Context: an optimization exercise on an open-source flow, tuned for small area, a short achievable clock period and few clock cycles per item. The choices shown serve that exercise and are no tape-out recipe.
The RTL was checked by simulation tests, not by an equivalence proof against the original design.

===== design/flow/design.v =====
module press_f0_dec (
    input  wire        clk,
    input  wire        rst,
    input  wire        in_valid,
    output wire        in_ready,
    input  wire [31:0] in_data,
    input  wire        in_last,
    input  wire [31:0] in_base,
    input  wire [31:0] in_first_run,
    input  wire [13:0] in_nw,
    output wire        out_valid,
    input  wire        out_ready,
    output wire [31:0] out_data,
    output wire        out_last
);
    localparam [31:0] NO_RUN = 32'hC000_0000;
    localparam [2:0] MD_VAL  = 3'd0,    
                     MD_GAP  = 3'd1,    
                     MD_BODY = 3'd2,    
                     MD_HEAD = 3'd3,    
                     MD_L    = 3'd4;    
    reg [31:0] w0, w1, w2, w3;
    reg [6:0]  ptr;
    reg [1:0]  wp;
    reg [2:0]  vc;
    reg        got_last;        
    reg        idle;            
    reg [2:0]  md;
    reg        esc;             
    reg [31:0] p, q;
    reg [4:0]  pidx;            
    reg        pv;
    reg [19:0] ps;
    reg [9:0]  nrem;            
    reg [2:0]  body;
    reg [13:0] left;            
    reg [5:0]  mleft;           
    reg [4:0]  npos;            
    reg [10:0] a_m;  reg [4:0] n_m;
    reg [9:0]  a_g;  reg [4:0] n_g;
    reg [25:0] a_s;  reg [4:0] n_s;
    reg [14:0] a_l;  reg [4:0] n_l;
    reg [5:0]  pu;              
    reg        pm, pg;          
    reg        ph;              
    reg [20:0] zs;              
    reg        hs;
    reg [9:0]  zl;              
    reg        pl, hl;
    reg        o_valid;
    reg        o_last;
    reg        o_selp;          
    reg [31:0] h;
    wire [31:0] pbit  = pv ? (32'd1 << pidx) : 32'd0;
    wire [31:0] p_cur = p ^ pbit;
    wire [31:0] q_cur = q | pbit;
    assign out_valid = o_valid;
    assign out_data  = o_selp ? p_cur : h;
    assign out_last  = o_last;
    wire hold_p  = o_valid && o_selp;
    wire load    = idle && !hold_p;
    assign in_ready = !got_last && !vc[2] && !(idle && hold_p);
    wire take_in = in_valid && in_ready;
    function [4:0] kof_small;
        input [10:0] a;
        input [4:0]  n;
        input [4:0]  kmax;
        integer i;
        reg hi, lo, done;
        reg [4:0] aw;
        begin
            kof_small = kmax;
            done = 1'b0;
            for (i = 0; i <= 6; i = i + 1) begin
                hi = |(a >> (i + 5));
                lo = |(a & ~(11'h7FF << i));
                aw = a >> i;
                if (!done && i < kmax && !hi && ({aw, lo} <= {n, 1'b0})) begin
                    kof_small = i[4:0];
                    done = 1'b1;
                end
            end
        end
    endfunction
    function [4:0] msb26;
        input [25:0] a;
        integer i;
        begin
            msb26 = 5'd0;
            for (i = 0; i < 26; i = i + 1)
                if (a[i]) msb26 = i[4:0];
        end
    endfunction
    function [4:0] kof_wide;
        input [25:0] a;
        input [4:0]  n;
        reg [4:0]  la, ln, k0;
        reg [25:0] nk;
        begin
            la = msb26(a);
            ln = msb26({21'd0, n});
            k0 = la - ln;
            nk = {21'd0, n} << k0;
            if (la < ln || a == 26'd0)
                kof_wide = 5'd0;
            else if (nk >= a)
                kof_wide = k0;
            else
                kof_wide = k0 + 5'd1;
        end
    endfunction
    wire [10:0] am_sum = a_m + {5'd0, pu};
    wire [9:0]  ag_sum = a_g + {4'd0, pu};
    wire [10:0] am_eff = !pm ? a_m : ph ? {1'b0, am_sum[10:1]} : am_sum;
    wire [9:0]  ag_eff = !pg ? a_g : ph ? {1'b0, ag_sum[9:1]}  : ag_sum;
    wire [4:0] k_m = kof_small(am_eff,          n_m, 5'd6);
    wire [4:0] k_g = kof_small({1'b0, ag_eff},  n_g, 5'd5);
    reg  [4:0] k_s, k_l;
    reg [4:0] k;
    always @(*) begin
        case (md)
            MD_VAL:  k = k_m;
            MD_GAP:  k = k_g;
            MD_HEAD: k = k_s;
            default: k = k_l;
        endcase
    end
    wire [255:0] ring2 = {w3, w2, w1, w0, w3, w2, w1, w0};
    wire [32:0]  win   = ring2[ptr +: 33];
    wire has_flag = !esc && (md == MD_VAL || md == MD_HEAD);
    wire flag     = win[0];
    wire [31:0] rw = has_flag ? win[32:1] : win[31:0];
    reg [4:0] q1;
    integer i;
    always @(*) begin
        q1 = 5'd24;
        for (i = 23; i >= 0; i = i - 1)
            if (!rw[i]) q1 = i[4:0];
    end
    wire start_esc = (q1 == 5'd24);
    wire [31:0] v    = rw >> q1 >> 1;
    wire [20:0] low  = v[20:0] & ~(21'h1F_FFFF << k);
    wire [20:0] u_rc = ({16'd0, q1} << k) | low;
    wire [20:0] u    = esc ? win[20:0] : u_rc;
    wire have = (vc[2] || vc[1] || got_last) && !idle;
    wire run  = have && !(o_valid && !out_ready);
    wire [19:0] ps_new = ps + (zs[20:1] ^ {20{zs[0]}});    
    wire [4:0]  gidx   = npos + u[4:0];
    wire [31:0] kmask1 = ~(32'hFFFF_FFFE << k);
    wire        mzero  = esc ? (win[5:0] == 6'd0) : ((rw & kmask1) == 32'd0);
    wire [31:0] raw    = win[32:1];
    wire        lit    = has_flag && flag;             
    wire        escnow = !esc && !lit && start_esc && (md != MD_BODY);
    wire [4:0]  o      = ptr[4:0];
    wire [6:0]  b_esc  = {2'd0, o} + {6'd0, has_flag};
    wire [6:0]  b_rc   = b_esc + {2'd0, k} + 7'd1;
    wire [6:0]  o_rc   = (start_esc ? b_esc : b_rc) + {2'd0, q1};
    wire [6:0]  opos   = (esc || md == MD_BODY) ? {2'd1, o}
                       : lit ? ((md == MD_HEAD) ? {2'd0, o} + 7'd33 : {2'd0, o} + 7'd1)
                       : o_rc;
    reg         emit;        
    reg         emit_p;      
    reg  [31:0] hx;          
    reg  [2:0]  md_n;
    reg  [31:0] p_n, q_n;
    reg  [9:0]  nrem_n;
    reg  [2:0]  body_n;
    reg  [5:0]  mleft_n;
    reg  [4:0]  npos_n;
    reg         upd_m, upd_g, upd_s, upd_l;
    always @(*) begin
        emit    = 1'b0;
        emit_p  = 1'b0;
        hx      = raw;
        md_n    = md;
        p_n     = p_cur;
        q_n     = q_cur;
        nrem_n  = nrem;
        body_n  = body;
        mleft_n = mleft;
        npos_n  = npos;
        upd_m   = 1'b0;
        upd_g   = 1'b0;
        upd_s   = 1'b0;
        upd_l   = 1'b0;
        case (md)
            MD_VAL: begin
                if (lit) begin
                    p_n    = p_cur ^ q_cur;
                    emit   = 1'b1;
                    emit_p = 1'b1;
                end else if (!escnow) begin
                    upd_m = 1'b1;
                    q_n   = 32'd0;
                    if (mzero) begin
                        emit   = 1'b1;
                        emit_p = 1'b1;
                    end else begin
                        mleft_n = u[5:0];
                        npos_n  = 5'd0;
                        md_n    = MD_GAP;
                    end
                end
            end
            MD_GAP: if (!escnow) begin
                upd_g   = 1'b1;
                npos_n  = gidx + 5'd1;
                mleft_n = mleft - 6'd1;
                if (mleft == 6'd1) begin
                    emit   = 1'b1;
                    emit_p = 1'b1;
                end
            end
            MD_BODY: begin
                hx     = win[31:0];
                emit   = 1'b1;
                body_n = body - 3'd1;
                if (body == 3'd1)
                    md_n = MD_HEAD;
            end
            MD_HEAD: begin
                if (lit) begin
                    emit = 1'b1;
                    if (raw[31:30] == 2'b00) begin
                        nrem_n = raw[29:20];
                        md_n   = MD_VAL;
                    end else if (raw[31:30] == 2'b10) begin
                        body_n = 3'd5;
                        md_n   = MD_BODY;
                    end
                end else if (!escnow) begin
                    upd_s = 1'b1;
                    md_n  = MD_L;
                end
            end
            default: if (!escnow) begin        
                upd_l  = 1'b1;
                hx     = {2'b00, u[9:0], ps_new};
                emit   = 1'b1;
                nrem_n = u[9:0];
                md_n   = MD_VAL;
            end
        endcase
        if (emit_p) begin
            nrem_n = nrem - 10'd1;
            md_n   = (nrem == 10'd0) ? MD_HEAD : MD_VAL;
        end
    end
    wire [1:0] pops = run ? opos[6:5] : 2'd0;
    wire       pset = run && md == MD_GAP && !escnow;
    wire       fin  = run && emit && (left == 14'd1);    
    always @(posedge clk) begin
        if (!vc[2]) begin
            case (wp)
                2'd0: w0 <= in_data;
                2'd1: w1 <= in_data;
                2'd2: w2 <= in_data;
                default: w3 <= in_data;
            endcase
        end
        p    <= p_cur;
        q    <= q_cur;
        pidx <= gidx;
        pv   <= pset;
        k_s <= kof_wide(a_s, n_s);
        k_l <= kof_wide({11'd0, a_l}, n_l);
        if (pm) a_m <= am_eff;
        if (pg) a_g <= ag_eff;
        if (pl) a_l <= hl ? (a_l + {5'd0, zl}) >> 1 : a_l + {5'd0, zl};
        pm <= 1'b0;
        pg <= 1'b0;
        pl <= 1'b0;
        if (load) begin
            p    <= in_base;
            q    <= 32'd0;
            body <= 3'd0;
            left <= in_nw;
            esc  <= 1'b0;
            if (in_first_run != NO_RUN) begin
                ps   <= in_first_run[19:0];
                nrem <= in_first_run[29:20];
                md   <= MD_VAL;
            end else begin
                ps   <= 20'd0;
                md   <= MD_HEAD;
            end
            k_s <= 5'd0;
            k_l <= 5'd0;
            a_m <= 11'd1; n_m <= 5'd1;
            a_g <= 10'd1; n_g <= 5'd1;
            a_s <= 26'd1; n_s <= 5'd1;
            a_l <= 15'd1; n_l <= 5'd1;
        end else if (run && !idle) begin
            esc   <= escnow;
            md    <= md_n;
            p     <= p_n;
            q     <= q_n;
            nrem  <= nrem_n;
            body  <= body_n;
            mleft <= mleft_n;
            npos  <= npos_n;
            if (emit) begin
                left   <= left - 14'd1;
                o_selp <= emit_p;
                o_last <= (left == 14'd1);
                if (!emit_p)
                    h <= hx;
            end
            if (upd_m || upd_g) begin
                pu <= u[5:0];
                pm <= upd_m;
                pg <= upd_g;
                ph <= upd_m ? (n_m == 5'd31) : (n_g == 5'd31);
            end
            if (upd_m)
                n_m <= (n_m == 5'd31) ? 5'd16 : n_m + 5'd1;
            if (upd_g)
                n_g <= (n_g == 5'd31) ? 5'd16 : n_g + 5'd1;
            if (upd_s) begin
                zs  <= u;
                hs  <= (n_s == 5'd31);
                n_s <= (n_s == 5'd31) ? 5'd16 : n_s + 5'd1;
            end
            if (md == MD_HEAD && lit && raw[31:30] == 2'b00)
                ps <= raw[19:0];
            if (upd_l) begin
                ps  <= ps_new;
                a_s <= hs ? (a_s + {5'd0, zs}) >> 1 : a_s + {5'd0, zs};
                zl  <= u[9:0];
                hl  <= (n_l == 5'd31);
                pl  <= 1'b1;
                n_l <= (n_l == 5'd31) ? 5'd16 : n_l + 5'd1;
            end
        end
        if (rst) begin
            vc       <= 3'd0;
            ptr      <= 7'd0;
            wp       <= 2'd0;
            got_last <= 1'b0;
            idle     <= 1'b1;
            o_valid  <= 1'b0;
        end else begin
            if (fin) begin
                vc       <= 3'd0;
                ptr      <= 7'd0;
                wp       <= 2'd0;
                got_last <= 1'b0;
                idle     <= 1'b1;
            end else begin
                vc <= vc - {1'b0, pops} + {2'd0, take_in};
                if (run)
                    ptr <= {ptr[6:5] + opos[6:5], opos[4:0]};
                if (take_in) begin
                    wp   <= wp + 2'd1;
                    idle <= 1'b0;
                    if (in_last)
                        got_last <= 1'b1;
                end
            end
            if (run && emit)
                o_valid <= 1'b1;
            else if (out_ready)
                o_valid <= 1'b0;
        end
    end
endmodule

===== design/flow/run.sh =====
#!/bin/bash
# synth_recipe.tcl (not shown) runs the flow's synth.tcl, then flattens the netlist and writes it again
# the make line also repeats each setting of config.mk as NAME=value (left out here)
make -C /OpenROAD-flow-scripts/flow DESIGN_CONFIG=/design/flow/config.mk WORK_HOME=/design/flow/orfs CLKGATE_MAP_FILE= SYNTH_SCRIPT=/design/flow/synth_recipe.tcl finish

===== design/flow/config.mk =====
export PLATFORM = sky130hd
export DESIGN_NAME = press_f0_dec
export DESIGN_NICKNAME = press_f0_dec
export VERILOG_FILES = /design/flow/design.v
export SDC_FILE = /design/flow/constraint.sdc
export NUM_CORES = 4
export LEC_CHECK = 0
export ABC_AREA = 1
export CAP_MARGIN = 20
export CORE_MARGIN = 2
export CORE_UTILIZATION = 65
export PLACE_DENSITY = 0.75
export SLEW_MARGIN = 20

===== design/flow/constraint.sdc =====
create_clock -name core_clock -period 22.0 [get_ports {clk}]
set_input_delay 4.4000 -clock core_clock [delete_from_list [all_inputs] [get_ports {clk}]]
set_output_delay 4.4000 -clock core_clock [all_outputs]
set_load 0.01 [all_outputs]

==> results.yml, run 1 <==
logic_synthesis:
  yosysWarningCount: 1
  synth_edf_count: 260
  synth_area_sq_mm: 0.03753
  ys.flop_type: "edfxtp_1"
  synthDistinctLibCells: 75
  synth_seq_area_share_pct: 30.62
  synthArstFlopShare_pct: 0
  syn_inst: 5500
  yosys_register_bits: 444
  syn-num-nets: 5829
  avgSynthCellArea_sq_um: 6.823
status:
  status: "finished clean"
worst_setup_path:
  ff2ff_path_depth: 40
  criticalPathCategory: "reg -> reg"
  critPathSlowestCell: "clkinv_2"
  max_stage_delay_ps: 980
  critPathMaxFanout: 67
  end_kind: "register"
  timing.critical_path.buf_inv: 3
  cp-start-kind: "register"
  crit_required_ps: 22370
  cp_top_family: "simple AND/OR/NAND/NOR gates"
  arrival_ps: 9680
  crit_path_frequent_cell: "nand2_1"
  cp.depth: 40
grt:
  grt_max_degree: 131
  grtUsageTotal_pct: 48.08
  overflow: 0
  grt_pass1_wl_mm: 220.5
  antenna_found_initial: 10
  grt_pass1_vias: 37420
clock_network:
  cts_resized: 0
  root_buffer: "clkbuf_16"
  cts_max_path_buffers: 3
  clkSinkCount: 444
  cts_tree: "yes"
  cts_setup_buffers: 0
  path_clk_slew_ps: 70
  clk_latency_ps: 630
  cts_buffers: 46
  hold_buffers: 0
  cts.htree.levels: 2
timing:
  fmax_mhz: 107.4
  final_hold_viol_count: 0
  setup_violations: 0
  maxSlewHeadroom_pct: 21.63
  fin_skew_ps: 30.37
  max_slew.worst_pin.slew_ps: 1163
  drv_slew: 0
  fin_crit_sh_pct: 42.30
  setup_tns_ps: 0
  rsz0062_at_grt: "false"
  fin_crit_ps: 9307
floorplan:
  die-area_sq_mm: 0.05967
  die_y_um: 244.3
  die_x_um: 244.3
  io_pins: 150
  start_util_pct: 65.42
  placementRows: 88
  coreArea_sq_mm: 0.05737
detailed_routing:
  vias: 41130
  drt_iter0_markers: 7078
  drtPass1Iterations: 11
  ant_nets: 0
  detail_route.wl_per_cell_um: 23.38
  avgViaCountPerCell: 6.566
  wl_mm: 146.4
  drcViolationCount: 0
placement:
  numPortBuffers: 149
  gp_congestion: 1.170
  place_area_sq_mm: 0.03897
  hpwl_mm: 108.0
finish:
  nets: 5788
  drive_gt1_share_pct: 4.222
  area_delta_synth_final_pct: 8.165
  finalInstanceArea_sq_mm: 0.04059
worst_hold_path:
  hold_depth: 2
  hp-class: "reg -> reg"
flow_run:
  drv_cap: 0
==> layout make-up <==
type,instances,area [sq um]
fillers,4823,16770
clock buffers,58,1206
diodes,4,10.01
well taps,765,957.2
clock inverters,26,325.3
flip-flops and latches,444,11510
repair buffers,193,1867
inverters,483,1824
multi-input cells,4291,22890
==> state kept, by name (all words and copies together) (netlist names), 10 cells and up <==
| name | cells |
|---|---|
| a_g | 10 |
| a_l | 15 |
| a_m | 11 |
| a_s | 26 |
| h | 32 |
| left | 14 |
| nrem | 10 |
| p | 32 |
| ps | 20 |
| q | 32 |
| w0 | 32 |
| w1 | 32 |
| w2 | 32 |
| w3 | 32 |
| zl | 10 |
| zs | 21 |
==> per-layer routing <==
metal	track usage, %	wire, um
met2	70.04	59240
met4	30.29	12430
met1	60.70	53070
met5	0.3268	168
met3	16.82	21540
==> through the flow <==
step / setup slack [ps] / util [%] / hold WS [ps] / std cells
after floorplan: 15040 / - / 431.8 / 5500
after global placement: 13490 / 67.94 / 443.9 / 6172
after detailed placement: 13410 / 67.94 / 446.2 / 6172
after CTS: 13360 / 70.61 / 456.3 / 6256
after global routing: 12340 / 70.74 / 481.5 / 6260
final: 12690 / 70.76 / 462.5 / 6264
==> kinds of logic (layout without fill, tap and decap cells) <==
logic type | after synthesis | after routing | synth area share (%)
simple gates | 2957 | 2957 | 33.96
other cells | 0 | 4 | 0
compound gates | 900 | 900 | 14.22
fa+ha+maj | 214 | 214 | 7.355
buf+inv | 765 | 760 | 8.499
mux | 33 | 33 | 0.9869
xor+xnor | 187 | 187 | 4.364
flops | 444 | 444 | 30.62
==> worst paths after layout <==
path                                          start                    end  slack, ps
worst max-delay path            ptr[1]$_SDFFE_PP0P_  npos[4]$_SDFFCE_PN0P_      12690
worst min-delay path               q[19]$_SDFF_PP0_       q[19]$_SDFF_PP0_        460
worst max register to register  ptr[1]$_SDFFE_PP0P_  npos[4]$_SDFFCE_PN0P_      12690
worst min register to register     q[19]$_SDFF_PP0_       q[19]$_SDFF_PP0_        460
==> cells in the mapped netlist (10+ instances only) <==
library cell     n  area share (%)
a211oi_1        21            0.42
a21oi_1        254             3.4
a22oi_1         11            0.22
a31oi_1         65             1.1
buf_1           48            0.48
buf_2           90             1.2
buf_4           19            0.38
buf_6           15            0.45
clkbuf_1       109             1.1
clkinv_1        10            0.10
dfxtp_1        184             9.8
edfxtp_1       260              21
fa_1            11            0.59
ha_1           203             6.8
inv_1          451             4.5
inv_2           21            0.21
mux2_2          32            0.96
nand2_1       1310              13
nand3_1       1005              13
nand4_1         31            0.52
nor2_1         486             4.9
nor3_1          44            0.59
nor4_1          22            0.37
o2111ai_1       21            0.49
o211ai_1        58             1.2
o21ai_0        271             3.6
o21ai_1         60            0.80
o21bai_1        11            0.22
o221ai_1        36            0.84
o22ai_1         24            0.40
o31ai_1         14            0.28
or2_2           13            0.22
xnor2_1         59             1.4
xor2_1         128             3.0
==> worst reg2reg max path, delay by kind of cell (launching register included) <==
family	cells	cell delay, ps
AO/OA/AOI/OAI	5	2060
XOR/XNOR	1	320
adder cells (fa/ha/maj)	1	460
buffers and inverters	3	1840
flip-flops	1	840
AND/OR/NAND/NOR	30	3510
==> cell usage in the layout (no fill, tap or decap), types with 20 or more instances in the layout <==
| cell type | n |
|---|---|
| clkdlybuf4s50_1 | 149 |
| mux2_2 | 32 |
| o221ai_1 | 36 |
| edfxtp_1 | 260 |
| nor3_1 | 44 |
| dfxtp_1 | 178 |
| nand4_1 | 31 |
| buf_4 | 40 |
| nand2_1 | 1310 |
| clkbuf_16 | 46 |
| a21oi_1 | 253 |
| a31oi_1 | 65 |
| o21ai_0 | 271 |
| inv_2 | 20 |
| o21ai_1 | 60 |
| xnor2_1 | 59 |
| nor2_1 | 480 |
| xor2_1 | 128 |
| o22ai_1 | 24 |
| o2111ai_1 | 21 |
| o211ai_1 | 58 |
| a211oi_1 | 21 |
| ha_1 | 203 |
| nor4_1 | 22 |
| inv_1 | 447 |
| nand3_1 | 1005 |
Testbench counts, summed over its fixed seeds: cycles 447,187, items 152,338.
==> inputs of run 2 (changes only) <==
--- a/design/flow/design.v
+++ b/design/flow/design.v
@@ -22,4 +22,5 @@
     reg [31:0] w0, w1, w2, w3;
     reg [6:0]  ptr;
+    reg [6:0]  ptr_x;           
     reg [1:0]  wp;
     reg [2:0]  vc;
@@ -28,6 +29,8 @@
     reg [2:0]  md;
     reg        esc;             
+    reg        hf_a, hf_x;      
     reg [31:0] p, q;
-    reg [4:0]  pidx;            
+    reg [4:0]  plo;             
+    reg [5:0]  phi;
     reg        pv;
     reg [19:0] ps;
@@ -52,5 +55,9 @@
     reg        o_selp;          
     reg [31:0] h;
-    wire [31:0] pbit  = pv ? (32'd1 << pidx) : 32'd0;
+    reg  [31:0] pbit;
+    integer pb;
+    always @(*)
+        for (pb = 0; pb < 32; pb = pb + 1)
+            pbit[pb] = pv && (pb >= plo) && (pb < phi);
     wire [31:0] p_cur = p ^ pbit;
     wire [31:0] q_cur = q | pbit;
@@ -126,17 +133,63 @@
         endcase
     end
-    wire [255:0] ring2 = {w3, w2, w1, w0, w3, w2, w1, w0};
-    wire [32:0]  win   = ring2[ptr +: 33];
-    wire has_flag = !esc && (md == MD_VAL || md == MD_HEAD);
+    wire [6:0]  ptr_b = ~ptr_x;
+    reg  [31:0] wa_lo, wa_hi, wb_lo, wb_hi;
+    always @(*) begin
+        case (ptr[6:5])
+            2'd0: begin wa_lo = w0; wa_hi = w1; end
+            2'd1: begin wa_lo = w1; wa_hi = w2; end
+            2'd2: begin wa_lo = w2; wa_hi = w3; end
+            default: begin wa_lo = w3; wa_hi = w0; end
+        endcase
+        case (ptr_b[6:5])
+            2'd0: begin wb_lo = w0; wb_hi = w1; end
+            2'd1: begin wb_lo = w1; wb_hi = w2; end
+            2'd2: begin wb_lo = w2; wb_hi = w3; end
+            default: begin wb_lo = w3; wb_hi = w0; end
+        endcase
+    end
+    wire [63:0] s5 = {wb_hi, wb_lo[31:16], wa_lo[15:0]};
+    reg  [47:0] s4;
+    reg  [39:0] s3;
+    reg  [35:0] s2;
+    reg  [33:0] s1;
+    reg  [32:0] win;
+    integer fi;
+    always @(*) begin
+        for (fi = 0; fi < 48; fi = fi + 1)
+            s4[fi] = ((fi < 24) ? ptr[4] : ptr_b[4]) ? s5[fi + 16] : s5[fi];
+        for (fi = 0; fi < 40; fi = fi + 1)
+            s3[fi] = ((fi < 20) ? ptr[3] : ptr_b[3]) ? s4[fi + 8] : s4[fi];
+        for (fi = 0; fi < 36; fi = fi + 1)
+            s2[fi] = ((fi < 18) ? ptr[2] : ptr_b[2]) ? s3[fi + 4] : s3[fi];
+        for (fi = 0; fi < 34; fi = fi + 1)
+            s1[fi] = ((fi < 17) ? ptr[1] : ptr_b[1]) ? s2[fi + 2] : s2[fi];
+        for (fi = 0; fi < 33; fi = fi + 1)
+            win[fi] = ((fi < 17) ? ptr[0] : ptr_b[0]) ? s1[fi + 1] : s1[fi];
+    end
+    wire has_flag = hf_a;
     wire flag     = win[0];
-    wire [31:0] rw = has_flag ? win[32:1] : win[31:0];
-    reg [4:0] q1;
-    integer i;
+    reg  [31:0] rw;
+    always @(*)
+        for (fi = 0; fi < 32; fi = fi + 1)
+            rw[fi] = ((fi < 16) ? hf_a : !hf_x) ? win[fi + 1] : win[fi];
+    reg [24:0] ones;         
+    reg [23:0] fz;           
+    reg [4:0]  q1;
+    integer i, j;
     always @(*) begin
-        q1 = 5'd24;
-        for (i = 23; i >= 0; i = i - 1)
-            if (!rw[i]) q1 = i[4:0];
+        for (i = 0; i <= 24; i = i + 1)
+            ones[i] = &(rw[23:0] | (24'hFF_FFFF << i));
+        for (i = 0; i < 24; i = i + 1)
+            fz[i] = ones[i] & !rw[i];
+        for (j = 0; j < 5; j = j + 1) begin
+            q1[j] = 1'b0;
+            for (i = 0; i < 24; i = i + 1)
+                if ((i >> j) & 1) q1[j] = q1[j] | fz[i];
+        end
+        q1[4] = q1[4] | ones[24];
+        q1[3] = q1[3] | ones[24];
     end
-    wire start_esc = (q1 == 5'd24);
+    wire start_esc = ones[24];
     wire [31:0] v    = rw >> q1 >> 1;
     wire [20:0] low  = v[20:0] & ~(21'h1F_FFFF << k);
@@ -147,14 +200,33 @@
     wire [19:0] ps_new = ps + (zs[20:1] ^ {20{zs[0]}});    
     wire [4:0]  gidx   = npos + u[4:0];
+    wire        ksame1 = (kof_small({1'b0, ag_eff}, n_g + 5'd1, 5'd5) == k_g);
+    reg         z1, z2;
+    always @(*) begin
+        case (k_g[2:0])
+            3'd0:    begin z1 = !rw[0];          z2 = (rw[1:0]  == 2'd0);  end
+            3'd1:    begin z1 = (rw[1:0] == 0);  z2 = (rw[3:0]  == 4'd0);  end
+            3'd2:    begin z1 = (rw[2:0] == 0);  z2 = (rw[5:0]  == 6'd0);  end
+            3'd3:    begin z1 = (rw[3:0] == 0);  z2 = (rw[7:0]  == 8'd0);  end
+            3'd4:    begin z1 = (rw[4:0] == 0);  z2 = (rw[9:0]  == 10'd0); end
+            default: begin z1 = (rw[5:0] == 0);  z2 = (rw[11:0] == 12'd0); end
+        endcase
+    end
+    wire        zrun  = z1 && !esc;
+    wire        ztwo  = z2 && ksame1 && (mleft != 6'd1) && (n_g != 5'd31);
+    wire [3:0]  zn    = ztwo ? 4'd2 : 4'd1;
+    wire [5:0]  zbits = ztwo ? {k_g[4:0], 1'b0} + 6'd2 : {1'b0, k_g} + 6'd1;
+    wire [5:0]  zhi   = {1'b0, npos} + {2'd0, zn};
+    wire        zhalf = ({1'b0, n_g} + {2'd0, zn} == 6'd32);
     wire [31:0] kmask1 = ~(32'hFFFF_FFFE << k);
     wire        mzero  = esc ? (win[5:0] == 6'd0) : ((rw & kmask1) == 32'd0);
     wire [31:0] raw    = win[32:1];
     wire        lit    = has_flag && flag;             
-    wire        escnow = !esc && !lit && start_esc && (md != MD_BODY);
+    wire        escnow = !esc && !lit && start_esc && (md != MD_BODY) && !(md == MD_GAP && zrun);
     wire [4:0]  o      = ptr[4:0];
     wire [6:0]  b_esc  = {2'd0, o} + {6'd0, has_flag};
     wire [6:0]  b_rc   = b_esc + {2'd0, k} + 7'd1;
     wire [6:0]  o_rc   = (start_esc ? b_esc : b_rc) + {2'd0, q1};
-    wire [6:0]  opos   = (esc || md == MD_BODY) ? {2'd1, o}
+    wire [6:0]  opos   = (md == MD_GAP && zrun) ? {2'd0, o} + {1'b0, zbits}
+                       : (esc || md == MD_BODY) ? {2'd1, o}
                        : lit ? ((md == MD_HEAD) ? {2'd0, o} + 7'd33 : {2'd0, o} + 7'd1)
                        : o_rc;
@@ -203,5 +275,12 @@
                 end
             end
-            MD_GAP: if (!escnow) begin
+            MD_GAP: if (zrun) begin
+                npos_n  = zhi[4:0];
+                mleft_n = mleft - {2'd0, zn};
+                if (mleft == {2'd0, zn}) begin
+                    emit   = 1'b1;
+                    emit_p = 1'b1;
+                end
+            end else if (!escnow) begin
                 upd_g   = 1'b1;
                 npos_n  = gidx + 5'd1;
@@ -248,5 +327,11 @@
     end
     wire [1:0] pops = run ? opos[6:5] : 2'd0;
-    wire       pset = run && md == MD_GAP && !escnow;
+    wire       hf_n = !escnow && (md_n == MD_VAL || md_n == MD_HEAD);
+    wire [2:0] vc_t  = vc + {2'd0, take_in};
+    wire [2:0] vc_n  = (pops == 2'd0) ? vc_t : (pops == 2'd1) ? vc_t - 3'd1 : vc_t - 3'd2;
+    wire [1:0] rp1   = ptr[6:5] + 2'd1;
+    wire [1:0] rp2   = ptr[6:5] + 2'd2;
+    wire [6:0] ptr_n = {(opos[6:5] == 2'd0) ? ptr[6:5] : (opos[6:5] == 2'd1) ? rp1 : rp2, opos[4:0]};
+    wire       pset = run && md == MD_GAP && (zrun || !escnow);
     wire       fin  = run && emit && (left == 14'd1);    
     always @(posedge clk) begin
@@ -261,5 +346,6 @@
         p    <= p_cur;
         q    <= q_cur;
-        pidx <= gidx;
+        plo  <= zrun ? npos : gidx;
+        phi  <= zrun ? zhi : {1'b0, gidx} + 6'd1;
         pv   <= pset;
         k_s <= kof_wide(a_s, n_s);
@@ -277,4 +363,6 @@
             left <= in_nw;
             esc  <= 1'b0;
+            hf_a <= 1'b1;
+            hf_x <= 1'b0;
             if (in_first_run != NO_RUN) begin
                 ps   <= in_first_run[19:0];
@@ -294,4 +382,6 @@
             esc   <= escnow;
             md    <= md_n;
+            hf_a  <= hf_n;
+            hf_x  <= !hf_n;
             p     <= p_n;
             q     <= q_n;
@@ -317,4 +407,10 @@
             if (upd_g)
                 n_g <= (n_g == 5'd31) ? 5'd16 : n_g + 5'd1;
+            if (md == MD_GAP && zrun) begin
+                pu  <= 6'd0;
+                pg  <= 1'b1;
+                ph  <= zhalf;
+                n_g <= zhalf ? 5'd16 : n_g + {1'b0, zn};
+            end
             if (upd_s) begin
                 zs  <= u;
@@ -336,4 +432,5 @@
             vc       <= 3'd0;
             ptr      <= 7'd0;
+            ptr_x    <= 7'h7F;
             wp       <= 2'd0;
             got_last <= 1'b0;
@@ -344,11 +441,14 @@
                 vc       <= 3'd0;
                 ptr      <= 7'd0;
+                ptr_x    <= 7'h7F;
                 wp       <= 2'd0;
                 got_last <= 1'b0;
                 idle     <= 1'b1;
             end else begin
-                vc <= vc - {1'b0, pops} + {2'd0, take_in};
-                if (run)
-                    ptr <= {ptr[6:5] + opos[6:5], opos[4:0]};
+                vc <= vc_n;
+                if (run) begin
+                    ptr   <= ptr_n;
+                    ptr_x <= ~ptr_n;
+                end
                 if (take_in) begin
                     wp   <= wp + 2'd1;
==> results.yml, run 2 <==
clock_network:
  clk_latency_ps: 610
  clkSinkCount: 459
  path_clk_slew_ps: 60
  hold_buffers: 0
  cts_resized: 0
  cts_setup_buffers: 0
  root_buffer: "clkbuf_16"
  cts_max_path_buffers: 3
  cts.htree.levels: 2
  cts_tree: "yes"
  cts_buffers: 49
logic_synthesis:
  avgSynthCellArea_sq_um: 7.288
  synth_most_common_cell: "nand2_1"
  synth_area_sq_mm: 0.03648
  synth_edf_count: 260
  syn_inst: 5006
  synthArstFlopShare_pct: 0
  synth_seq_area_share_pct: 32.32
  yosysTopAreaCell: "edfxtp_1"
  yosysWarningCount: 1
  yosys.area.top_type_share_pct: 21.40
  synthTopCellsByCount: "nand2_1, nand3_1, inv_1"
  synthDistinctLibCells: 81
  ys_top_cells_by_area: "edfxtp_1, nand2_1, dfxtp_1"
  syn-num-nets: 5384
  ys.flop_type: "edfxtp_1"
  yosys_register_bits: 459
placement:
  place_ws_ps: 14220
  numPortBuffers: 149
  hpwl_mm: 90.82
  gp_congestion: 1.096
finish:
  nets: 5422
  final_cell_mix: "nand2_1, nand3_1, inv_1"
  final_common_cell: "nand2_1"
  area_delta_synth_final_pct: 9.119
  drive_gt1_share_pct: 6.141
floorplan:
  io_pins: 150
  coreArea_sq_mm: 0.05531
  placementRows: 86
  die-area_sq_mm: 0.05804
  die_x_um: 240.9
  die_y_um: 240.9
  start_util_pct: 65.97
detailed_routing:
  wl_mm: 121.0
  highest-signal-layer: "met5"
  drt_iter0_markers: 4645
  detail_route.wl_per_cell_um: 20.74
  met3_length_mm: 14.96
  ant_nets: 0
  wl_met1_mm: 48.17
  avgViaCountPerCell: 6.299
  drcViolationCount: 0
  wl_met2_mm: 51.55
  drtPass1Iterations: 7
  vias: 36740
timing:
  fin_ws_ps: 13730
  drv_slew: 0
  rsz0062_at_grt: "false"
  maxSlewHeadroom_pct: 28.65
  max_slew.worst_pin.slew_ps: 1043
  fin_skew_ps: 22.82
  setup_tns_ps: 0
  fin_crit_ps: 8271
  fmax_mhz: 120.9
  setup_violations: 0
  final_hold_viol_count: 0
  fin_crit_sh_pct: 37.60
grt:
  grtUsageTotal_pct: 41.00
  grt_max_degree: 88
  overflow: 0
  grt_pass1_wl_mm: 185.9
  antenna_found_initial: 7
  grt_pass1_vias: 33400
worst_hold_path:
  hp-start: "q[16]$_SDFF_PP0_"
  hp-class: "reg -> reg"
  holdPathEnd: "q[16]$_SDFF_PP0_"
  hold_depth: 2
worst_setup_path:
  max_stage_delay_ps: 670
  r2r-end: "npos[3]$_SDFFCE_PN0P_"
  ff2ff_path_depth: 33
  cp_top_family: "simple AND/OR/NAND/NOR gates"
  timing.critical_path.buf_inv: 2
  critPathMaxFanout: 46
  cp-start-kind: "register"
  arrival_ps: 8610
  reg2reg_slack_ps: 13730
  critPathSlowestCell: "dfxtp_1"
  timing.rr.start: "ptr_x[6]$_SDFFE_PP1P_"
  end_kind: "register"
  crit_required_ps: 22340
  criticalPathCategory: "reg -> reg"
status:
  status: "finished clean"
flow_run:
  drv_cap: 0
## run 2: metrics by stage
step	hold slack, ps	cell area (sq um)	cells	utilization, %
after floorplan	431.8	36490	5006	-
after global placement	438.9	38210	5740	69.09
after detailed placement	445.9	38210	5740	69.09
after CTS	455.2	39790	5828	71.94
after global routing	466.5	39810	5833	71.98
final	455.3	39810	5833	71.98
## run 2: worst max path at each step
| stage | start | to | slack (ps) | depth (start not counted) |
|---|---|---|---|---|
| after floorplan | pu[0]$_SDFFCE_PP0P_ | h[0]$_DFFE_PP_ | 13990 | 33 |
| final | ptr_x[6]$_SDFFE_PP1P_ | npos[3]$_SDFFCE_PN0P_ | 13730 | 33 |
| after global placement | out_ready | n_s[2]$_SDFFE_PP0P_ | 14200 | 13 |
| after global routing | pu[0]$_SDFFCE_PP0P_ | vc[2]$_SDFF_PP0_ | 13190 | 43 |
| after detailed placement | out_ready | a_s[18]$_SDFFE_PP0P_ | 14220 | 12 |
| after CTS | pv$_DFF_P_ | out_data[21] | 13820 | 7 |
## run 2: final cells by class
class                      count  area (sq um)
clock buffer                  68          1339
antenna                        4         10.01
clock inverter                20         236.5
multi-input combinational   3806         21700
timing repair buffer         183          1754
fill                        4538         15500
inverter                     545          2047
tap                          748         935.9
sequential                   459         11790
## run 2: metal layers
layer  GRT usage (%)  up-vias
met3           8.853      416
met5               0        -
met1           55.82    16850
met2           62.38     2266
li1                -    17210
met4           19.08        2
## run 2: cells by family (layout without fill, tap and decap cells)
family,after synthesis,after routing,synth area share [%]
buf+inv,741,816,8.292
other cells,1,5,0.01028
flops,459,459,32.32
xor+xnor,193,193,4.633
fa+ha+maj,263,263,9.307
simple gates,2359,2359,28.67
compound gates,952,952,15.62
mux,38,38,1.152
## run 2: tightest hold or removal path, cell delays in order, from the launching register on
cell and delay [ps]:
dfxtp_1 300, inv_1 60, a21oi_1 50
Testbench counts of run 2, summed over its fixed seeds: cycles 381,304, items 152,338.
==> inputs of run 3 (changes only) <==
--- a/design/flow/design.v
+++ b/design/flow/design.v
@@ -218,7 +218,7 @@
     wire [5:0]  zhi   = {1'b0, npos} + {2'd0, zn};
     wire        zhalf = ({1'b0, n_g} + {2'd0, zn} == 6'd32);
-    wire [31:0] kmask1 = ~(32'hFFFF_FFFE << k);
-    wire        mzero  = esc ? (win[5:0] == 6'd0) : ((rw & kmask1) == 32'd0);
-    wire [31:0] raw    = win[32:1];
+    wire [6:0]  kmask1 = ~(7'h7E << k);
+    wire        mzero  = esc ? (win[5:0] == 6'd0) : ((rw[6:0] & kmask1) == 7'd0);
+    wire [31:0] raw    = rw;
     wire        lit    = has_flag && flag;             
     wire        escnow = !esc && !lit && start_esc && (md != MD_BODY) && !(md == MD_GAP && zrun);
@@ -292,5 +292,5 @@
             end
             MD_BODY: begin
-                hx     = win[31:0];
+                hx     = rw;
                 emit   = 1'b1;
                 body_n = body - 3'd1;
==> results.yml, run 3 <==
worst_setup_path:
  end_kind: "primary output"
  critPathSlowestCell: "clkdlybuf4s50_1"
  criticalPathCategory: "reg -> out"
  timing.critical_path.buf_inv: 3
  arrival_ps: 3520
  critPathMaxFanout: 7
  path_cells: "inv_1 -> nor2_1 -> inv_1 -> nor2_1 -> o21ai_0 -> a211oi_1 -> xor2_1 -> nand2_1 -> nand2_1 -> clkdlybuf4s50_1"
  cp-start-kind: "register"
  crit_required_ps: 17600
  cp_top_family: "buffers and inverters"
  max_stage_delay_ps: 540
grt:
  grt_max_degree: 145
  overflow: 0
  grt_pass1_vias: 33860
  grt_pass1_wl_mm: 183.4
  antenna_found_initial: 7
  grtUsageTotal_pct: 40.72
timing:
  drv_slew: 0
  max_slew.worst_pin.slew_ps: 1191
  fin_crit_sh_pct: 35.98
  setup_violations: 0
  fin_skew_ps: 53.08
  rsz0062_at_grt: "false"
  fmax_mhz: 126.3
  setup_tns_ps: 0
  fin_crit_ps: 7916
  maxSlewHeadroom_pct: 19.73
  final_hold_viol_count: 0
  fin_ws_ps: 14080
worst_hold_path:
  hp-class: "reg -> reg"
logic_synthesis:
  yosysTopAreaCell: "edfxtp_1"
  avgSynthCellArea_sq_um: 7.185
  synth_edf_count: 260
  ys_top_cells_by_area: "edfxtp_1, nand2_1, dfxtp_1"
  synthDistinctLibCells: 82
  ys.flop_type: "edfxtp_1"
  syn-num-nets: 5406
  synthTopCellsByCount: "nand2_1, nand3_1, inv_1"
  syn_inst: 5028
  synth_seq_area_share_pct: 32.64
  synthArstFlopShare_pct: 0
  yosysWarningCount: 1
  yosys_register_bits: 459
  yosys.area.top_type_share_pct: 21.61
  synth_most_common_cell: "nand2_1"
  synth_area_sq_mm: 0.03612
floorplan:
  coreArea_sq_mm: 0.05499
  die_x_um: 239.7
  placementRows: 86
  io_pins: 150
  die-area_sq_mm: 0.05748
  start_util_pct: 65.70
  die_y_um: 239.7
clock_network:
  cts_tree: "yes"
  root_buffer: "clkbuf_16"
  path_clk_slew_ps: 70
  cts_setup_buffers: 0
  cts_buffers: 50
  cts.htree.levels: 2
  cts_resized: 0
  cts_max_path_buffers: 3
  clk_latency_ps: 650
  hold_buffers: 0
  clkSinkCount: 459
detailed_routing:
  drtPass1Iterations: 9
  drt_iter0_markers: 4492
  ant_nets: 0
  vias: 36400
  avgViaCountPerCell: 6.208
  drcViolationCount: 0
  wl_mm: 119.0
  detail_route.wl_per_cell_um: 20.31
status:
  status: "finished clean"
finish:
  final_common_cell: "nand2_1"
  drive_gt1_share_pct: 5.475
  nets: 5450
  area_delta_synth_final_pct: 9.643
  final_cell_mix: "nand2_1, nand3_1, inv_1"
  nFillCells: 4439
flow_run:
  drv_cap: 0
placement:
  gp_congestion: 1.070
  place_ws_ps: 14270
  numPortBuffers: 149
  hpwl_mm: 89.55
-- run 3: final timing paths --
path	cells past startpoint	start	slack [ps]	endpoint
hold reg to reg	2	q[24]$_SDFF_PP0_	460	q[24]$_SDFF_PP0_
setup / recovery	10	pv$_DFF_P_	14080	out_data[21]
setup reg to reg	39	pu[0]$_SDFFCE_PP0P_	14100	h[1]$_DFFE_PP_
hold / removal	2	q[24]$_SDFF_PP0_	460	q[24]$_SDFF_PP0_
-- run 3: layer usage --
| metal | share of wire (%) | up-vias | wire [um] | track usage [%] |
|---|---|---|---|---|
| li1 | - | 17140 | - | - |
| met1 | 39 | 16680 | 46850 | 52.97 |
| met2 | 44 | 2126 | 52140 | 64.97 |
| met3 | 11 | 448 | 12980 | 7.019 |
| met4 | 5.9 | 2 | 7040 | 21.29 |
| met5 | 0.034 | - | 40 | 0 |
-- run 3: layout make-up --
class                   instances  area [sq um]  share of cell area (%)
multi-input cells            3864         21470                   54.21
flip-flops and latches        459         11790                   29.77
inverters                     512          1939                   4.896
repair buffers                185          1774                   4.479
clock buffers                  64          1335                   3.371
well taps                     748         935.9                   2.363
clock inverters                30         356.6                  0.9003
diodes                          1         2.502                0.006318
-- run 3: cell families (layout without fill, tap and decap cells) --
| group | Yosys count | count (layout) | share of synthesized area (%) |
|---|---|---|---|
| and+or+nand+nor | 2483 | 2483 | 30.33 |
| xor gates and xnor gates | 202 | 202 | 4.897 |
| DFF | 459 | 459 | 32.64 |
| adders and majority gates | 263 | 263 | 9.400 |
| muxes | 3 | 3 | 0.08313 |
| AOI/OAI and AO/OA | 912 | 912 | 14.58 |
| other | 1 | 2 | 0.01038 |
| buffers and inverters | 705 | 791 | 8.056 |
-- run 3: per-stage QoR --
step | std cells | utilization, % | hold slack, ps | area (sq um)
finish | 5863 | 72.03 | 455.7 | 39610
global route | 5862 | 72.03 | 475.9 | 39610
CTS | 5862 | 72.02 | 457.5 | 39600
detailed placement | 5768 | 68.95 | 448.6 | 37910
global placement | 5768 | 68.95 | 441.0 | 37910
floorplan | 5028 | - | 431.8 | 36120
-- run 3: worst register-to-register path, delay by kind of cell, from the launching register on --
family	cells	cell delay, ps
buffers and inverters	6	1110
AND/OR/NAND/NOR	22	2950
adder cells (fa/ha/maj)	6	1800
flip-flops	1	410
AO/OA/AOI/OAI	4	1060
XOR/XNOR	1	190
Testbench counts of run 3, summed over its fixed seeds: cycles 381,304, items 152,338.
==> inputs of run 4 (changes only) <==
--- a/design/flow/design.v
+++ b/design/flow/design.v
@@ -47,5 +47,4 @@
     reg        pm, pg;          
     reg        ph;              
-    reg [20:0] zs;              
     reg        hs;
     reg [9:0]  zl;              
@@ -198,4 +197,5 @@
     wire have = (vc[2] || vc[1] || got_last) && !idle;
     wire run  = have && !(o_valid && !out_ready);
+    wire [20:0] zs     = h[20:0];
     wire [19:0] ps_new = ps + (zs[20:1] ^ {20{zs[0]}});    
     wire [4:0]  gidx   = npos + u[4:0];
@@ -310,4 +310,5 @@
                 end else if (!escnow) begin
                     upd_s = 1'b1;
+                    hx    = {11'd0, u};
                     md_n  = MD_L;
                 end
@@ -394,7 +395,6 @@
                 o_selp <= emit_p;
                 o_last <= (left == 14'd1);
-                if (!emit_p)
-                    h <= hx;
             end
+            h <= hx;
             if (upd_m || upd_g) begin
                 pu <= u[5:0];
@@ -414,5 +414,4 @@
             end
             if (upd_s) begin
-                zs  <= u;
                 hs  <= (n_s == 5'd31);
                 n_s <= (n_s == 5'd31) ? 5'd16 : n_s + 5'd1;
==> results.yml, run 4 <==
status:
  status: "finished clean"
flow_run:
  drv_cap: 0
detailed_routing:
  wl_mm: 120.7
  drt_iter0_markers: 4976
  drtPass1Iterations: 6
  ant_nets: 0
  avgViaCountPerCell: 6.286
  drcViolationCount: 0
  vias: 36470
  detail_route.wl_per_cell_um: 20.81
grt:
  grtUsageTotal_pct: 41.42
  overflow: 0
  grt_pass1_wl_mm: 185.0
  antenna_found_initial: 1
  grt_pass1_vias: 33690
  grt_max_degree: 92
timing:
  whs_ps: 454.0
  fmax_mhz: 120.4
  maxSlewHeadroom_pct: 15.10
  setup_tns_ps: 0
  fin_skew_ps: 27.26
  max_slew.worst_pin.slew_ps: 1260
  fin_crit_sh_pct: 37.75
  fin_crit_ps: 8304
  final_hold_viol_count: 0
  rsz0062_at_grt: "false"
  drv_slew: 0
  setup_violations: 0
clock_network:
  root_buffer: "clkbuf_16"
  cts_resized: 0
  cts_setup_buffers: 0
  clk_latency_ps: 630
  path_clk_slew_ps: 60
  cts.htree.levels: 2
  clkSinkCount: 438
  cts_buffers: 50
  hold_buffers: 0
  cts_max_path_buffers: 3
  cts_tree: "yes"
logic_synthesis:
  synth_area_sq_mm: 0.03595
  synthDistinctLibCells: 85
  yosys_register_bits: 438
  synth_seq_area_share_pct: 31.05
  synthArstFlopShare_pct: 0
  yosys.area.top_type_share_pct: 19.97
  ys_top_cells_by_area: "edfxtp_1, nand2_1, dfxtp_1"
  synth_most_common_cell: "nand2_1"
  syn_inst: 5016
  yosysWarningCount: 1
  avgSynthCellArea_sq_um: 7.166
  ys.flop_type: "edfxtp_1"
  syn-num-nets: 5394
  yosysTopAreaCell: "edfxtp_1"
  synth_edf_count: 239
  synthTopCellsByCount: "nand2_1, nand3_1, inv_1"
worst_hold_path:
  hp-class: "reg -> reg"
finish:
  nets: 5434
  final_cell_mix: "nand2_1, nand3_1, inv_1"
  area_delta_synth_final_pct: 9.345
  final_common_cell: "nand2_1"
  antenna_cells: 0
  final_cell_count_no_fill: 5801
  nFillCells: 4634
  drive_gt1_share_pct: 6.788
  finalInstanceArea_sq_mm: 0.03931
placement:
  hpwl_mm: 90.75
  dp.cells: 5708
  gp_congestion: 1.130
  numPortBuffers: 149
  place_area_sq_mm: 0.03762
worst_setup_path:
  critPathSlowestCell: "inv_1"
  critPathMaxFanout: 11
  criticalPathCategory: "reg -> reg"
  cp-start-kind: "register"
  max_stage_delay_ps: 590
  end_kind: "register"
  crit_path_frequent_cell: "nand2_1"
  crit_required_ps: 22490
  arrival_ps: 8800
floorplan:
  die_x_um: 239.2
  start_util_pct: 65.50
  placementRows: 86
  coreArea_sq_mm: 0.05488
  io_pins: 150
  die-area_sq_mm: 0.05720
  die_y_um: 239.2
run 4: path summary, 6_finish.rpt:
check                       from          endpoint  slack [ps]  depth (start not counted)
min             q[17]$_SDFF_PP0_  q[17]$_SDFF_PP0_         450                          2
min reg2reg     q[17]$_SDFF_PP0_  q[17]$_SDFF_PP0_         450                          2
max reg2reg  pu[2]$_SDFFCE_PP0P_  vc[2]$_SDFF_PP0_       13700                         48
max          pu[2]$_SDFFCE_PP0P_  vc[2]$_SDFF_PP0_       13700                         48
run 4: logic make-up after synthesis:
logic type	after synthesis	synth area share [%]
fa+ha+maj	263	9.447
flops	438	31.05
simple gates	2441	30.87
buf+inv	712	8.232
compound gates	967	15.63
mux	4	0.1114
other cells	1	0.01043
xor+xnor	190	4.650
run 4: worst max-delay path: cells and delay by family (launching register included):
kind	cells	cell delay, ps
buffers and inverters	7	1270
and+or+nand+nor	24	2810
AOI/OAI and AO/OA	10	1510
DFF	1	420
adders and majority gates	5	1770
xor gates and xnor gates	2	380
run 4: per-layer routing:
layer / GRT usage (%) / share of wire, % / vias to the layer above
met2: 64.56 / 44 / 2075
met5: 0 / 0.011 / -
met1: 54.39 / 39 / 16710
met4: 22.35 / 6.0 / 2
li1: - / - / 17240
met3: 8.048 / 11 / 438
run 4: cell type report:
class                           count  area, sq um  area share (%)
Inverter                          512         1938           4.931
Sequential cell                   438        11160           28.39
Timing Repair Buffer              188         1784           4.539
Multi-Input combinational cell   3866        21850           55.60
Clock buffer                       63         1350           3.435
Clock inverter                     30        337.8          0.8595
Tap cell                          704        880.8           2.241
run 4: per-stage QoR:
step           worst slack, ps  utilization, %
2_1_floorplan            15190               -
4_1_cts                  13950           71.63
6_report                 13700           71.63
5_1_grt                  13060           71.63
3_5_place_dp             13970           68.55
3_3_place_gp             13960           68.55
Testbench counts of run 4, summed over its fixed seeds: cycles 381,304, items 152,338.
==> inputs of run 5 (changes only) <==
--- a/design/flow/design.v
+++ b/design/flow/design.v
@@ -39,4 +39,9 @@
     reg [13:0] left;            
     reg [5:0]  mleft;           
+    reg        d_left, d_nrem;
+    reg [1:0]  d_mleft;
+    wire [13:0] left_e  = left  - {13'd0, d_left};
+    wire [9:0]  nrem_e  = nrem  - {9'd0, d_nrem};
+    wire [5:0]  mleft_e = mleft - {4'd0, d_mleft};
     reg [4:0]  npos;            
     reg [10:0] a_m;  reg [4:0] n_m;
@@ -200,4 +205,6 @@
     wire [19:0] ps_new = ps + (zs[20:1] ^ {20{zs[0]}});    
     wire [4:0]  gidx   = npos + u[4:0];
+    wire [5:0]  npos1  = {1'b0, npos} + 6'd1;
+    wire [5:0]  gidx1  = npos1 + {1'b0, u[4:0]};       
     wire        ksame1 = (kof_small({1'b0, ag_eff}, n_g + 5'd1, 5'd5) == k_g);
     reg         z1, z2;
@@ -213,9 +220,12 @@
     end
     wire        zrun  = z1 && !esc;
-    wire        ztwo  = z2 && ksame1 && (mleft != 6'd1) && (n_g != 5'd31);
+    wire        ztwo  = z2 && ksame1 && (mleft_e != 6'd1) && (n_g != 5'd31);
     wire [3:0]  zn    = ztwo ? 4'd2 : 4'd1;
-    wire [5:0]  zbits = ztwo ? {k_g[4:0], 1'b0} + 6'd2 : {1'b0, k_g} + 6'd1;
-    wire [5:0]  zhi   = {1'b0, npos} + {2'd0, zn};
-    wire        zhalf = ({1'b0, n_g} + {2'd0, zn} == 6'd32);
+    wire [5:0]  zhi1  = npos1;
+    wire [5:0]  zhi2  = {1'b0, npos} + 6'd2;
+    wire [5:0]  zhi   = ztwo ? zhi2 : zhi1;
+    wire [4:0]  ng1   = n_g + 5'd1;
+    wire [4:0]  ng2   = n_g + 5'd2;
+    wire        zhalf = ztwo ? (n_g == 5'd30) : (n_g == 5'd31);
     wire [6:0]  kmask1 = ~(7'h7E << k);
     wire        mzero  = esc ? (win[5:0] == 6'd0) : ((rw[6:0] & kmask1) == 7'd0);
@@ -227,5 +237,7 @@
     wire [6:0]  b_rc   = b_esc + {2'd0, k} + 7'd1;
     wire [6:0]  o_rc   = (start_esc ? b_esc : b_rc) + {2'd0, q1};
-    wire [6:0]  opos   = (md == MD_GAP && zrun) ? {2'd0, o} + {1'b0, zbits}
+    wire [6:0]  oz1    = {2'd0, o} + {1'b0, k_g} + 7'd1;
+    wire [6:0]  oz2    = {2'd0, o} + {1'b0, k_g, 1'b0} + 7'd2;
+    wire [6:0]  opos   = (md == MD_GAP && zrun) ? (ztwo ? oz2 : oz1)
                        : (esc || md == MD_BODY) ? {2'd1, o}
                        : lit ? ((md == MD_HEAD) ? {2'd0, o} + 7'd33 : {2'd0, o} + 7'd1)
@@ -248,7 +260,7 @@
         p_n     = p_cur;
         q_n     = q_cur;
-        nrem_n  = nrem;
+        nrem_n  = nrem_e;
         body_n  = body;
-        mleft_n = mleft;
+        mleft_n = mleft_e;
         npos_n  = npos;
         upd_m   = 1'b0;
@@ -277,6 +289,5 @@
             MD_GAP: if (zrun) begin
                 npos_n  = zhi[4:0];
-                mleft_n = mleft - {2'd0, zn};
-                if (mleft == {2'd0, zn}) begin
+                if (ztwo ? (mleft_e == 6'd2) : (mleft_e == 6'd1)) begin
                     emit   = 1'b1;
                     emit_p = 1'b1;
@@ -284,7 +295,6 @@
             end else if (!escnow) begin
                 upd_g   = 1'b1;
-                npos_n  = gidx + 5'd1;
-                mleft_n = mleft - 6'd1;
-                if (mleft == 6'd1) begin
+                npos_n  = gidx1[4:0];
+                if (mleft_e == 6'd1) begin
                     emit   = 1'b1;
                     emit_p = 1'b1;
@@ -323,6 +333,5 @@
         endcase
         if (emit_p) begin
-            nrem_n = nrem - 10'd1;
-            md_n   = (nrem == 10'd0) ? MD_HEAD : MD_VAL;
+            md_n   = (nrem_e == 10'd0) ? MD_HEAD : MD_VAL;
         end
     end
@@ -335,5 +344,5 @@
     wire [6:0] ptr_n = {(opos[6:5] == 2'd0) ? ptr[6:5] : (opos[6:5] == 2'd1) ? rp1 : rp2, opos[4:0]};
     wire       pset = run && md == MD_GAP && (zrun || !escnow);
-    wire       fin  = run && emit && (left == 14'd1);    
+    wire       fin  = run && emit && (left_e == 14'd1);    
     always @(posedge clk) begin
         if (!vc[2]) begin
@@ -348,5 +357,5 @@
         q    <= q_cur;
         plo  <= zrun ? npos : gidx;
-        phi  <= zrun ? zhi : {1'b0, gidx} + 6'd1;
+        phi  <= zrun ? zhi : gidx1;
         pv   <= pset;
         k_s <= kof_wide(a_s, n_s);
@@ -358,4 +367,10 @@
         pg <= 1'b0;
         pl <= 1'b0;
+        left    <= left_e;
+        nrem    <= nrem_e;
+        mleft   <= mleft_e;
+        d_left  <= run && emit;
+        d_nrem  <= run && emit_p;
+        d_mleft <= (run && md == MD_GAP && (zrun || !escnow)) ? (zrun ? zn[1:0] : 2'd1) : 2'd0;
         if (load) begin
             p    <= in_base;
@@ -363,4 +378,7 @@
             body <= 3'd0;
             left <= in_nw;
+            d_left  <= 1'b0;
+            d_nrem  <= 1'b0;
+            d_mleft <= 2'd0;
             esc  <= 1'b0;
             hf_a <= 1'b1;
@@ -392,7 +410,6 @@
             npos  <= npos_n;
             if (emit) begin
-                left   <= left - 14'd1;
                 o_selp <= emit_p;
-                o_last <= (left == 14'd1);
+                o_last <= (left_e == 14'd1);
             end
             h <= hx;
@@ -411,5 +428,5 @@
                 pg  <= 1'b1;
                 ph  <= zhalf;
-                n_g <= zhalf ? 5'd16 : n_g + {1'b0, zn};
+                n_g <= zhalf ? 5'd16 : ztwo ? ng2 : ng1;
             end
             if (upd_s) begin
==> results.yml, run 5 <==
status:
  status: "finished clean"
grt:
  grt_pass1_wl_mm: 194.4
  antenna_found_initial: 4
  grtUsageTotal_pct: 43.43
  overflow: 0
  grt_pass1_vias: 34870
  grt_max_degree: 74
finish:
  multi_input_area_sq_mm: 0.02222
  area_delta_synth_final_pct: 9.444
  final_common_cell: "nand2_1"
  nFillCells: 4561
  drive_gt1_share_pct: 5.447
  finalInstanceArea_sq_mm: 0.03953
  final_cell_mix: "nand2_1, nand3_1, inv_1"
  seq_area_sq_mm: 0.01094
  nets: 5629
worst_setup_path:
  cp-start-kind: "register"
  end_kind: "register"
  critPathMaxFanout: 33
  arrival_ps: 9300
  crit_required_ps: 22460
  critPathSlowestCell: "dfxtp_1"
  max_stage_delay_ps: 940
  crit_path_frequent_cell: "nand3_1"
  criticalPathCategory: "reg -> reg"
detailed_routing:
  drtPass1Iterations: 12
  detail_route.wl_per_cell_um: 21.10
  avgViaCountPerCell: 6.322
  ant_nets: 0
  drt_iter0_markers: 5142
  vias: 38170
  drcViolationCount: 0
  wl_mm: 127.4
clock_network:
  cts_setup_buffers: 0
  cts_max_path_buffers: 3
  cts_tree: "yes"
  hold_buffers: 0
  cts_buffers: 49
  cts.htree.levels: 2
  cts_resized: 0
  path_clk_slew_ps: 70
  clk_latency_ps: 620
  root_buffer: "clkbuf_16"
  clkSinkCount: 442
logic_synthesis:
  syn_inst: 5215
  synth_most_common_cell: "nand2_1"
  synth_area_sq_mm: 0.03612
  synth_edf_count: 209
  yosysWarningCount: 1
  syn-num-nets: 5595
  yosys.area.top_type_share_pct: 17.38
  synthArstFlopShare_pct: 0
  synthDistinctLibCells: 77
  ys.flop_type: "dfxtp_1"
  yosysTopAreaCell: "edfxtp_1"
  synthTopCellsByCount: "nand2_1, nand3_1, inv_1"
  yosys_register_bits: 442
  synth_seq_area_share_pct: 30.29
  ys_top_cells_by_area: "edfxtp_1, nand2_1, dfxtp_1"
  avgSynthCellArea_sq_um: 6.925
floorplan:
  start_util_pct: 65.68
  die-area_sq_mm: 0.05746
  io_pins: 150
  placementRows: 86
  coreArea_sq_mm: 0.05499
  die_x_um: 239.7
  die_y_um: 239.7
timing:
  maxSlewHeadroom_pct: 19.52
  fin_crit_ps: 8841
  rsz0062_at_grt: "false"
  final_hold_viol_count: 0
  max_slew.worst_pin.slew_ps: 1174
  fin_crit_sh_pct: 40.19
  drv_slew: 0
  setup_violations: 0
  fmax_mhz: 113.1
  setup_tns_ps: 0
  fin_skew_ps: 27.79
  whs_ps: 472.5
placement:
  numPortBuffers: 149
  gp_congestion: 1.095
  hpwl_mm: 95.82
  place_area_sq_mm: 0.03785
worst_hold_path:
  hp-class: "reg -> reg"
flow_run:
  drv_cap: 0
## run 5: final timing paths
check | start | endpoint | slack, ps | cells past startpoint
setup / recovery | ptr_x[5]$_SDFFE_PP1P_ | npos[4]$_SDFFCE_PN0P_ | 13160 | 37
hold / removal | q[18]$_SDFF_PP0_ | q[18]$_SDFF_PP0_ | 470 | 2
setup reg to reg | ptr_x[5]$_SDFFE_PP1P_ | npos[4]$_SDFFCE_PN0P_ | 13160 | 37
hold reg to reg | q[18]$_SDFF_PP0_ | q[18]$_SDFF_PP0_ | 470 | 2
## run 5: critical path, delay by kind of cell, from the launching register on
kind	cells	cell delay [ps]
AOI/OAI and AO/OA	3	380
and+or+nand+nor	28	5470
adders and majority gates	2	600
DFF	1	940
buffers and inverters	4	1270
## run 5: per-stage QoR
step	utilization [%]	cells	worst slack, ps
after floorplan	-	5215	15480
after global placement	68.84	5946	13710
after detailed placement	68.84	5946	13660
after CTS	71.87	6035	13570
after global routing	71.88	6036	12740
final	71.89	6037	13160
## run 5: cell families after synthesis
group | count (synthesis) | share of synthesized area, %
AO/OA/AOI/OAI | 883 | 14.43
XOR/XNOR | 195 | 4.729
adder cells (fa/ha/maj) | 265 | 9.472
buffers and inverters | 732 | 8.273
flip-flops | 442 | 30.29
multiplexers | 6 | 0.1663
AND/OR/NAND/NOR | 2692 | 32.64
## run 5: cell type report
| type | count | area share [%] |
|---|---|---|
| multi-input combinational | 4041 | 56.22 |
| sequential | 442 | 27.68 |
| inverter | 529 | 5.027 |
| timing repair buffer | 186 | 4.476 |
| clock buffer | 65 | 3.545 |
| tap | 748 | 2.368 |
| clock inverter | 24 | 0.6742 |
| antenna | 2 | 0.01266 |
## run 5: layer usage
| layer | up-vias | track usage [%] | share of wire [%] |
|---|---|---|---|
| met1 | 17410 | 56.40 | 38 |
| met3 | 551 | 8.943 | 12 |
| met5 | - | 0 | 0.0079 |
| met2 | 2516 | 67.70 | 43 |
| met4 | 2 | 23.86 | 6.5 |
| li1 | 17690 | - | - |
Testbench counts of run 5, summed over its fixed seeds: cycles 381,304, items 152,338.

[what the ideal ports hide]
The results above use ideal ports. As a check the final layouts listed here were re-extracted and re-timed, cells and wires unchanged. Step 1 assumes that a clkbuf_16 drives the clock port and a buf_2 every other input. Step 2 also shifts input and output timing later by t, the mid clock arrival at the registers, as if the neighbouring blocks saw the same clock. Slacks: no drivers / after step 1 / after step 2; pairs: no drivers / after step 1.
run	t, ns	setup slack, ns	hold WS [ns]	slew at the worst register clock pin (ns)	worst data-port slew with drivers (ns)
run 1	0.685	12.693 / 12.693 / 12.693	0.463 / 0.463 / 0.463	0.07 / 0.07	0.12
run 2	0.659	13.729 / 13.685 / 13.729	0.455 / 0.455 / 0.455	0.08 / 0.08	0.13
run 3	0.690	14.084 / 14.014 / 14.103	0.456 / 0.456 / 0.456	0.07 / 0.07	0.09
run 4	0.681	13.696 / 13.696 / 13.696	0.454 / 0.454 / 0.454	0.07 / 0.07	0.05
run 5	0.673	13.159 / 13.159 / 13.159	0.472 / 0.472 / 0.472	0.07 / 0.07	0.15
After both steps every run listed still meets setup and hold.
